Source: an optimization exercise on an open RTL-to-GDS flow (aim: small area, a short achievable clock period and few clock cycles per item). Production flows keep margins and buffers that such runs may drop. RTL that was checked went through simulation tests only; none was proved equivalent to the original.

Setup of P:
==> flow/design.v <==
module damask_ga (
    input  wire        clk,
    input  wire        rst,         
    input  wire        start,       
    input  wire [47:0] acc,         
    input  wire [7:0]  dks,         
    input  wire [3:0]  cls,         
    input  wire [15:0] age_gmax,    
    input  wire        age_en,      
    output reg         dec_rd,      
    output reg  [3:0]  dec_cls,     
    output reg  [5:0]  dec_idx,     
    input  wire [15:0] dec_data,    
    output reg         done,        
    output reg  [15:0] ga,          
    output reg         age_cap      
);
    localparam I_IDLE = 0, I_STR = 1, I_INT = 2, I_FAR = 3, I_DIV = 4, I_CAP = 5;
    reg [5:0]  st;
    reg [4:0]  c;        
    reg [1:0]  pa;       
    reg        pz;       
    reg [7:0]  dk;       
    reg [7:0]  R;        
    reg [17:0] W;        
    reg        odd;      
    reg [16:0] L;        
    reg [15:0] X;        
    reg [15:0] dd;       
    reg        eq;       
    reg        stop_d;   
    reg [7:0]  Bsel;     
    reg [6:0]  nzr;      
    reg [1:0]  fbr;      
    reg f_lin, f_int, f_c17, f_c15, f_c11, f_end, f_c18, f_late, f_c26;
    reg f_int1, f_int3, f_int10, f_far2, f_div0, f_last, g;
    wire in_idle = st[I_IDLE];
    wire in_str  = st[I_STR];
    wire in_int  = st[I_INT];
    wire in_far  = st[I_FAR];
    wire in_div  = st[I_DIV];
    wire in_cap  = st[I_CAP];
    wire [55:0] accx = {7'd0, acc, 1'b0};               
    wire [6:0]  nzb;                                     
    genvar gi;
    generate for (gi = 0; gi < 7; gi = gi + 1) begin : NZ
        assign nzb[gi] = |accx[8*gi +: 8];
    end endgenerate
    wire [7:0]  Bs   = Bsel >> {c[1:0], 1'b0};
    wire [6:0]  nzab = nzr >> c[4:2];                    
    wire        abv  = |nzab[6:1];
    wire        pz_n = in_idle ? ~(|acc & |dks)
                               : (~(|Bs | abv) | (dk == 8'd0));
    wire [1:0]  pa_n = in_idle ? {acc[0], 1'b0} : Bs[1:0];
    wire far_early = (|acc[47:42] & dks[7])
                   | (|acc[47:43] & |dks[7:6])
                   | (|acc[47:44] & |dks[7:5])
                   | (|acc[47:45] & |dks[7:4])
                   | (|acc[47:46] & |dks[7:3])
                   | ( acc[47]    & |dks[7:2]);
    wire [9:0] sumR = {2'b0, R} + (pa[0] ? {2'b0, dk} : 10'd0)
                                + (pa[1] ? {1'b0, dk, 1'b0} : 10'd0);
    wire       stop  = pz & (R == 8'd0);       
    wire       odd_n = W[17];
    wire [1:0] m2    = odd_n ? W[16:15] : W[15:14];
    wire [2:0] cj    = c[2:0] - 3'd3;            
    wire [5:0] j     = {cj, odd_n, m2};
    wire lin_now  = in_str & f_c18 & stop;
    wire str_late = in_str & f_late;
    wire str_far  = str_late & (stop ? (j == 6'd63) : f_c26);
    wire       stop_nx = pz_n & (sumR[9:2] == 8'd0);
    wire       odd_x   = sumR[1];
    wire [1:0] m2_x    = odd_x ? {sumR[0], W[17]} : W[17:16];
    wire [5:0] j_x     = {c[2:0] - 3'd2, odd_x, m2_x};   
    wire pre_int  = in_str & (f_c18 | f_late) & ~stop & stop_nx & (j_x != 6'd63);
    wire str_int0 = str_late & stop & (j != 6'd63);
    wire str_int  = str_int0 | pre_int;
    wire [5:0] j_e   = pre_int ? j_x : j;
    wire       odd_e = pre_int ? odd_x : odd_n;
    wire tail     = in_str & f_c17 & stop_d;
    wire lin_end  = lin_now | (tail & f_end);
    wire odd_n2   = in_str ? odd_n : odd;
    wire [1:0] fb = fbr;
    wire [15:0] s0 = fb[0] ? dd : X;
    wire [15:0] s1 = fb[1] ? dd : X;
    wire [18:0] sumL = {2'b0, L} + {3'b0, s0} + {2'b0, s1, 1'b0};
    wire [16:0] Lstep = sumL[18:2];
    wire signed [15:0] u  = {~L[15], L[14:0]};
    wire signed [15:0] u8 = u >>> 8;
    wire signed [15:0] u4 = u >>> 4;
    wire [16:0] Ltail = f_c11 ? {1'b0, L[15], {15{~L[15]}}}
                      : f_c15 ? {1'b0, ~u8[15], u8[14:0]}
                              : {1'b0, ~u4[15], u4[14:0]};
    wire [16:0] Lload = in_idle ? 17'd32768
                      : f_int3  ? {1'b0, dd} + 17'd8192
                      : f_far2  ? {1'b0, dec_data}
                      : L;
    wire [16:0] Lnext = tail ? Ltail : (f_lin | f_int) ? Lstep : Lload;
    wire [16:0] V    = L;
    wire [16:0] x1   = {X, ga[15]};
    wire [17:0] d1   = {1'b0, x1} - {1'b0, V};
    wire        q1   = ~d1[17];
    wire [15:0] r1   = q1 ? d1[15:0] : x1[15:0];
    wire        sat  = f_div0 & (V <= 17'd8192);
    wire        gt   = eq & q1 & ~g;
    wire        eq2  = eq & (q1 == g);
    wire        xit  = in_div & (sat | gt);
    reg [5:0] st_n;
    reg [4:0] c_n;
    always @(*) begin
        st_n = st;
        c_n  = c + 5'd1;
        if (rst) begin
            st_n = 6'd1 << I_IDLE;
            c_n  = 5'd0;
        end else begin
            if (in_idle) begin
                c_n = 5'd1;
                if (start & age_en)
                    st_n = far_early ? (6'd1 << I_FAR) : (6'd1 << I_STR);
            end
            if (in_str) begin
                if (str_far)      begin st_n = 6'd1 << I_FAR; c_n = 5'd1; end
                else if (str_int) begin st_n = 6'd1 << I_INT; c_n = 5'd1; end
                else if (lin_end) begin st_n = 6'd1 << I_DIV; c_n = 5'd0; end
                else if (tail)    c_n = c + (f_c11 ? 5'd8 : f_c15 ? 5'd4 : 5'd2);
            end
            if (in_int & f_int10) begin st_n = 6'd1 << I_DIV; c_n = 5'd0; end
            if (in_far & f_far2)  begin st_n = 6'd1 << I_DIV; c_n = 5'd0; end
            if (in_div & (xit | (f_last & ~eq2))) st_n = 6'd1 << I_IDLE;
            if (in_div & f_last & eq2 & ~xit)      st_n = 6'd1 << I_CAP;
            if (in_cap)                            st_n = 6'd1 << I_IDLE;
        end
    end
    wire n_str = ~rst & ((in_idle & start & age_en & ~far_early)
               | (in_str & ~str_far & ~str_int & ~lin_end));
    wire n_int = ~rst & ((in_str & str_int) | (in_int & ~f_int10));
    wire n_far = ~rst & ((in_idle & start & age_en & far_early)
               | (in_str & str_far) | (in_far & ~f_far2));
    wire n_div = ~rst & ((in_str & lin_end) | (in_int & f_int10)
               | (in_far & f_far2) | (in_div & ~f_last));
    always @(posedge clk) begin
        st <= st_n;
        c  <= c_n;
        f_lin   <= n_str & (c_n >= 5'd6) & (c_n <= 5'd18);
        f_int   <= n_int & (c_n >= 5'd4);
        f_c17   <= n_str & (c_n <= 5'd17);
        f_c15   <= (c_n <= 5'd15);
        f_c11   <= (c_n <= 5'd11);
        f_end   <= (c_n == 5'd11) | (c_n == 5'd15) | (c_n == 5'd17);
        f_c18   <= n_str & (c_n == 5'd18);
        f_late  <= n_str & (c_n >= 5'd19);
        f_c26   <= (c_n == 5'd26);
        f_int1  <= n_int & (c_n == 5'd1);
        f_int3  <= n_int & (c_n == 5'd3);
        f_int10 <= n_int & (c_n == 5'd10);
        f_far2  <= n_far & (c_n == 5'd2);
        f_div0  <= n_div & (c_n == 5'd0);
        f_last  <= n_div & (c_n == 5'd15);
        g       <= age_gmax[4'd15 - c_n[3:0]];
        done    <= 1'b0;
        dec_rd  <= ~rst;
        dec_cls <= cls;
        dd      <= dec_data;
        dk      <= dks;
        pa      <= pa_n;
        pz      <= pz_n;
        Bsel    <= (c_n[4:2] < 3'd7) ? accx[8*c_n[4:2] +: 8] : 8'd0;
        nzr     <= nzb;
        if (n_int & (c_n == 5'd4))
            fbr <= odd_n2 ? W[2:1] : W[1:0];
        else if (n_int)
            fbr <= odd_n2 ? W[4:3] : W[3:2];
        else
            fbr <= sumR[1:0];
        R       <= in_str ? sumR[9:2] : 8'd128;
        L       <= Lnext;
        stop_d  <= stop & in_str;
        eq      <= in_div ? eq2 : 1'b1;
        if ((in_str & ~(str_late & stop)) | f_int)
            W <= {sumR[1:0], W[17:2]};
        if (in_str & str_int)
            odd <= odd_e;
        if (in_idle)
            X <= 16'd32768;
        else if (in_div)
            X <= r1;
        else if (f_c18 | (tail & f_end) | in_far | f_int10)
            X <= 16'd8192;
        else if (f_int3)
            X <= dd;
        if (in_div)
            ga <= (gt | sat) ? age_gmax
                : f_div0 ? {L[15:1], q1} : {ga[14:0], q1};
        else if (in_cap)
            ga <= age_gmax;
        else
            ga <= 16'd16384;
        if (in_div & (sat | gt))
            age_cap <= 1'b1;
        else if (in_cap)
            age_cap <= ({X, 1'b0} > V);
        else
            age_cap <= 1'b0;
        if (in_idle)
            dec_idx <= (start & far_early) ? 6'd63 : 6'd0;
        else if (in_str)
            dec_idx <= str_far ? 6'd63 : str_int ? j_e : 6'd0;
        else if (f_int1)
            dec_idx <= dec_idx + 6'd1;
        if (rst)
            done <= 1'b0;
        else
            done <= (in_idle & start & ~age_en) | xit
                  | (in_div & f_last & ~eq2) | in_cap;
    end
endmodule
==> flow/config.mk <==
export PLATFORM = sky130hd
export DESIGN_NAME = damask_ga
export DESIGN_NICKNAME = damask_ga
export VERILOG_FILES = /design/flow/design.v
export SDC_FILE = /design/flow/constraint.sdc
export NUM_CORES = 4
export LEC_CHECK = 0
export ABC_AREA = 1
export CAP_MARGIN = 20
export CORE_MARGIN = 2
export CORE_UTILIZATION = 55
export CTS_CLUSTER_DIAMETER = 60
export CTS_CLUSTER_SIZE = 12
export SLEW_MARGIN = 20
==> flow/constraint.sdc <==
create_clock -name core_clock -period 12.0 [get_ports {clk}]
set_input_delay 2.4000 -clock core_clock [delete_from_list [all_inputs] [get_ports {clk}]]
set_output_delay 2.4000 -clock core_clock [all_outputs]
set_load 0.01 [all_outputs]
standard.sh (not shown) runs the stock make flow with config.mk's settings and CLKGATE_MAP_FILE= SYNTH_SCRIPT=/design/flow/synth_recipe.tcl, a recipe that flattens the netlist after the stock synthesis.
==> flow/flow/run.sh <==
#!/bin/bash
# Standard layout with two changes to how it is made (the clock and the
# constraints are unchanged):
#  - the timing repair steps aim for more setup slack than the period needs;
#  - the port buffers are plain buffers instead of the delay cells that
#    buffer_ports picks by default.
set -euo pipefail
export SETUP_SLACK_MARGIN=${MARGIN:-8.5}
export BUFFER_PORTS_ARGS="-buffer_cell sky130_fd_sc_hd__buf_2"
bash standard.sh > standard.log 2>&1
Modified inputs, Q compared to P
- a change of CORE_UTILIZATION from 55 to 50
Results
- As far as initial detailed-routing violation count is concerned, Q and P perform about the same.
- Going from P to Q, shortest period the worst path allows closely matched the old numbers, final non-filler cell total closely matched the old numbers.
- Higher global-route met3 utilization among Q and P: P
- Diff P -> Q | global routing usage on met2 | decrease of 3.4 points
No run of this note included a check of the RTL's function; only the layout flow was run.

========
damask_ga, a different RTL version from the one above (not shown whole).
Size: ~1500 cells after synthesis, roughly 130 I/O pins, roughly 0.011 sq mm of cells after synthesis.
export LEC_CHECK = 0
export ABC_AREA = 1
export CAP_MARGIN = 20
export CORE_MARGIN = 2
export CORE_UTILIZATION = 50
export CTS_CLUSTER_DIAMETER = 60
export CTS_CLUSTER_SIZE = 12
export SLEW_MARGIN = 20
create_clock -name core_clock -period 12.0 [get_ports {clk}]
==> flow/flow/run.sh <==
#!/bin/bash
# Standard layout with two changes to how it is made (the clock and the
# constraints are unchanged):
#  - the timing repair steps aim for more setup slack than the period needs;
#  - the port buffers are plain buffers instead of the delay cells that
#    buffer_ports picks by default.
set -euo pipefail
export SETUP_SLACK_MARGIN=${MARGIN:-8.55}
export BUFFER_PORTS_ARGS="-buffer_cell sky130_fd_sc_hd__buf_2"
bash standard.sh > standard.log 2>&1
Testbench counts at the start, summed over its fixed seeds: cycles 499,723, lamps 16,000.
Change:
--- a/flow/flow/run.sh
+++ b/flow/flow/run.sh
@@ -8 +8 @@
-export SETUP_SLACK_MARGIN=${MARGIN:-8.55}
+export SETUP_SLACK_MARGIN=${MARGIN:-8.5}
CORE_UTILIZATION = 40   (was 50)
The changed run completed without violations.
Core utilization came out lower by 11 points.
Setup slack gets worse by 0.037 ns.
First-iteration DRC count came out higher by 5.4%.
Clock-buffer cell count does not change.
Routed wire length came out higher by 0.74%.
Cell area came out higher by 1.4%.
Change:
==> flow/run.sh (new file) <==
#!/bin/bash
# synth_recipe.tcl (not shown) runs the flow's synth.tcl, then flattens the netlist and writes it again
# the make line also repeats each setting of config.mk as NAME=value (left out here)
make -C /OpenROAD-flow-scripts/flow DESIGN_CONFIG=/design/flow/config.mk WORK_HOME=/design/flow/orfs CLKGATE_MAP_FILE= SYNTH_SCRIPT=/design/flow/synth_recipe.tcl finish
CORE_UTILIZATION = 50   (was 40)
SETUP_SLACK_MARGIN = 5   (was not set)
removed: flow/flow/run.sh
removed: flow/standard.sh
Outcome:
- The changed run went through all stages and came out clean
- die area went down by 20%
- routed wire length decreases by 2.2%
- register-to-register slack degrades by 1.2 ns
- final cell count decreases by 4.3%
- clock-buffer cell count is unchanged
Change:
==> flow/flow/run.sh (new file) <==
#!/bin/bash
# Standard layout with two changes to how it is made (the clock and the
# constraints are unchanged):
#  - the timing repair steps aim for more setup slack than the period needs;
#  - the port buffers are plain buffers instead of the delay cells that
#    buffer_ports picks by default.
set -euo pipefail
export SETUP_SLACK_MARGIN=${MARGIN:-8.5}
export BUFFER_PORTS_ARGS="-buffer_cell sky130_fd_sc_hd__buf_2"
bash standard.sh > standard.log 2>&1
==> flow/standard.sh (new file) <==
#!/bin/bash
# synth_recipe.tcl (not shown) runs the flow's synth.tcl, then flattens the netlist and writes it again
# the make line also repeats each setting of config.mk as NAME=value (left out here)
make -C /OpenROAD-flow-scripts/flow DESIGN_CONFIG=/design/flow/config.mk WORK_HOME=/design/flow/orfs CLKGATE_MAP_FILE= SYNTH_SCRIPT=/design/flow/synth_recipe.tcl "${@:-finish}"
GPL_TIMING_DRIVEN = 1   (was not set)
SETUP_SLACK_MARGIN = not set   (was 5)
removed: flow/run.sh
Effect:
- The changed run went through all stages and came out clean
- routed wire length came out higher by 0.55%
- hold slack loses 0.0093 ns
- sequential cell count stays the same
- sequential share of layout area came out higher by 0.87 points
Change:
--- a/flow/flow/run.sh
+++ b/flow/flow/run.sh
@@ -8 +8 @@
-export SETUP_SLACK_MARGIN=${MARGIN:-8.5}
+export SETUP_SLACK_MARGIN=${MARGIN:-8.3}
GPL_TIMING_DRIVEN = not set   (was 1)
Sequential share of layout area rose by 0.15 points. Clock-buffer cell count rose by 1. Clock skew barely changes. Core utilization fell by 0.34 points. Sequential cell count is unchanged. Register-to-register slack degrades by 0.12 ns. Setup slack degrades by 0.16 ns. Final area fell by 0.58%. Worst hold slack improves by 0.0048 ns. Global-route usage barely changes.

========
damask_ga, a different RTL version from the one above (not shown whole).
For scale: about 130 I/O pins.
Settings: LEC_CHECK=0, ABC_CLOCK_PERIOD_IN_PS=3500, CAP_MARGIN=20, CORE_MARGIN=2, CORE_UTILIZATION=40, CTS_CLUSTER_DIAMETER=60, CTS_CLUSTER_SIZE=12, SLEW_MARGIN=20; clock period 12.0 ns.
run.sh (not shown) runs the stock make flow with config.mk's settings and CLKGATE_MAP_FILE= SYNTH_SCRIPT=/design/flow/synth_recipe.tcl, a recipe that flattens the netlist after the stock synthesis.
Stock flow here: none of the scripts above is used.
Then changed:
Settings changed: ABC_CLOCK_PERIOD_IN_PS 3500 to default.
Outcome: The changed run finished clean. Final cell count stays the same. Hold slack is unchanged. Via count stays the same.
No functional check of the RTL was part of any run of this note.

========
damask_ga, a different RTL version from the one above (not shown whole).
Size: roughly 140 flip-flops, ~130 I/O pins.
clock: 12.0 ns
lec_check: 0
cap_margin: 20
core_margin: 2
core_utilization: 50
cts_cluster_diameter: 60
cts_cluster_size: 12
slew_margin: 20
standard.sh (not shown) runs the stock make flow with config.mk's settings and CLKGATE_MAP_FILE= SYNTH_SCRIPT=/design/flow/synth_recipe.tcl, a recipe that flattens the netlist after the stock synthesis.
==> flow/flow/run.sh <==
#!/bin/bash
# Standard layout with two changes to how it is made (the clock and the
# constraints are unchanged):
#  - the timing repair steps aim for more setup slack than the period needs;
#  - the port buffers are plain buffers instead of the delay cells that
#    buffer_ports picks by default.
set -euo pipefail
export SETUP_SLACK_MARGIN=${MARGIN:-8.3}
export BUFFER_PORTS_ARGS="-buffer_cell sky130_fd_sc_hd__buf_2"
bash standard.sh > standard.log 2>&1
The baseline ran to the end with no violations.
Testbench counts at the start, summed over its fixed seeds: cycles 503,262, lamps 16,000.
Edit:
==> flow/run.sh (new file) <==
#!/bin/bash
# synth_recipe.tcl (not shown) runs the flow's synth.tcl, then flattens the netlist and writes it again
# the make line also repeats each setting of config.mk as NAME=value (left out here)
make -C /OpenROAD-flow-scripts/flow DESIGN_CONFIG=/design/flow/config.mk WORK_HOME=/design/flow/orfs CLKGATE_MAP_FILE= SYNTH_SCRIPT=/design/flow/synth_recipe.tcl finish
CORE_UTILIZATION = 65   (was 50)
PLACE_DENSITY = 0.85   (was unset)
removed: flow/flow/run.sh
removed: flow/standard.sh
The changed run finished clean.
Count of clock-buffer cells in the layout does not change.
Via count went up by about 2.7%.

==> static timing again, ports no longer ideal <==
The flow's constraints put no driver on any port. The routed layouts listed below were extracted and timed again, unchanged, in two steps. Step 1: set_driving_cell puts a clkbuf_16 on clk and a buf_2 on each other input, an assumption about the parent block. Step 2, shift: input delay + t, output delay - t, t = (earliest + latest rising clock arrival at the registers) / 2. This alone moves slack from input paths to output paths. Three values: ideal, step 1, step 2; two values: the first two.
run | t, ns | setup slack, ns | worst register clock-pin slew, ns | cell pins on the clock port's net
P | 0.484 | 8.006 / 8.020 / 7.536 | 0.08 / 0.08 | 1
Q | 0.489 | 8.006 / 8.020 / 7.531 | 0.08 / 0.08 | 1
the first run of note 2 | 0.480 | 8.556 / 8.507 / 8.122 | 0.08 / 0.08 | 1
the second run of note 2 | 0.481 | 8.519 / 8.489 / 8.065 | 0.08 / 0.08 | 1
the third run of note 2 | 0.485 | 7.375 / 7.375 / 6.935 | 0.08 / 0.08 | 1
the fourth run of note 2 | 0.484 | 8.538 / 8.487 / 8.064 | 0.07 / 0.07 | 1
the fifth run of note 2 | 0.479 | 8.380 / 8.412 / 7.933 | 0.08 / 0.08 | 1
the first run of note 3 | 0.469 | 5.101 / 5.101 / 5.101 | 0.07 / 0.07 | 1
the second run of note 3 | 0.469 | 5.101 / 5.101 / 5.101 | 0.07 / 0.07 | 1
the first run of note 4 | 0.484 | 8.187 / 8.200 / 7.733 | 0.07 / 0.07 | 1
the second run of note 4 | 0.480 | 7.270 / 7.270 / 7.139 | 0.07 / 0.07 | 1
After both steps every run listed still meets setup and hold. For Q, which loses most, drivers alone change the setup slack by +0.014 ns; drivers and shift together by -0.475 ns.
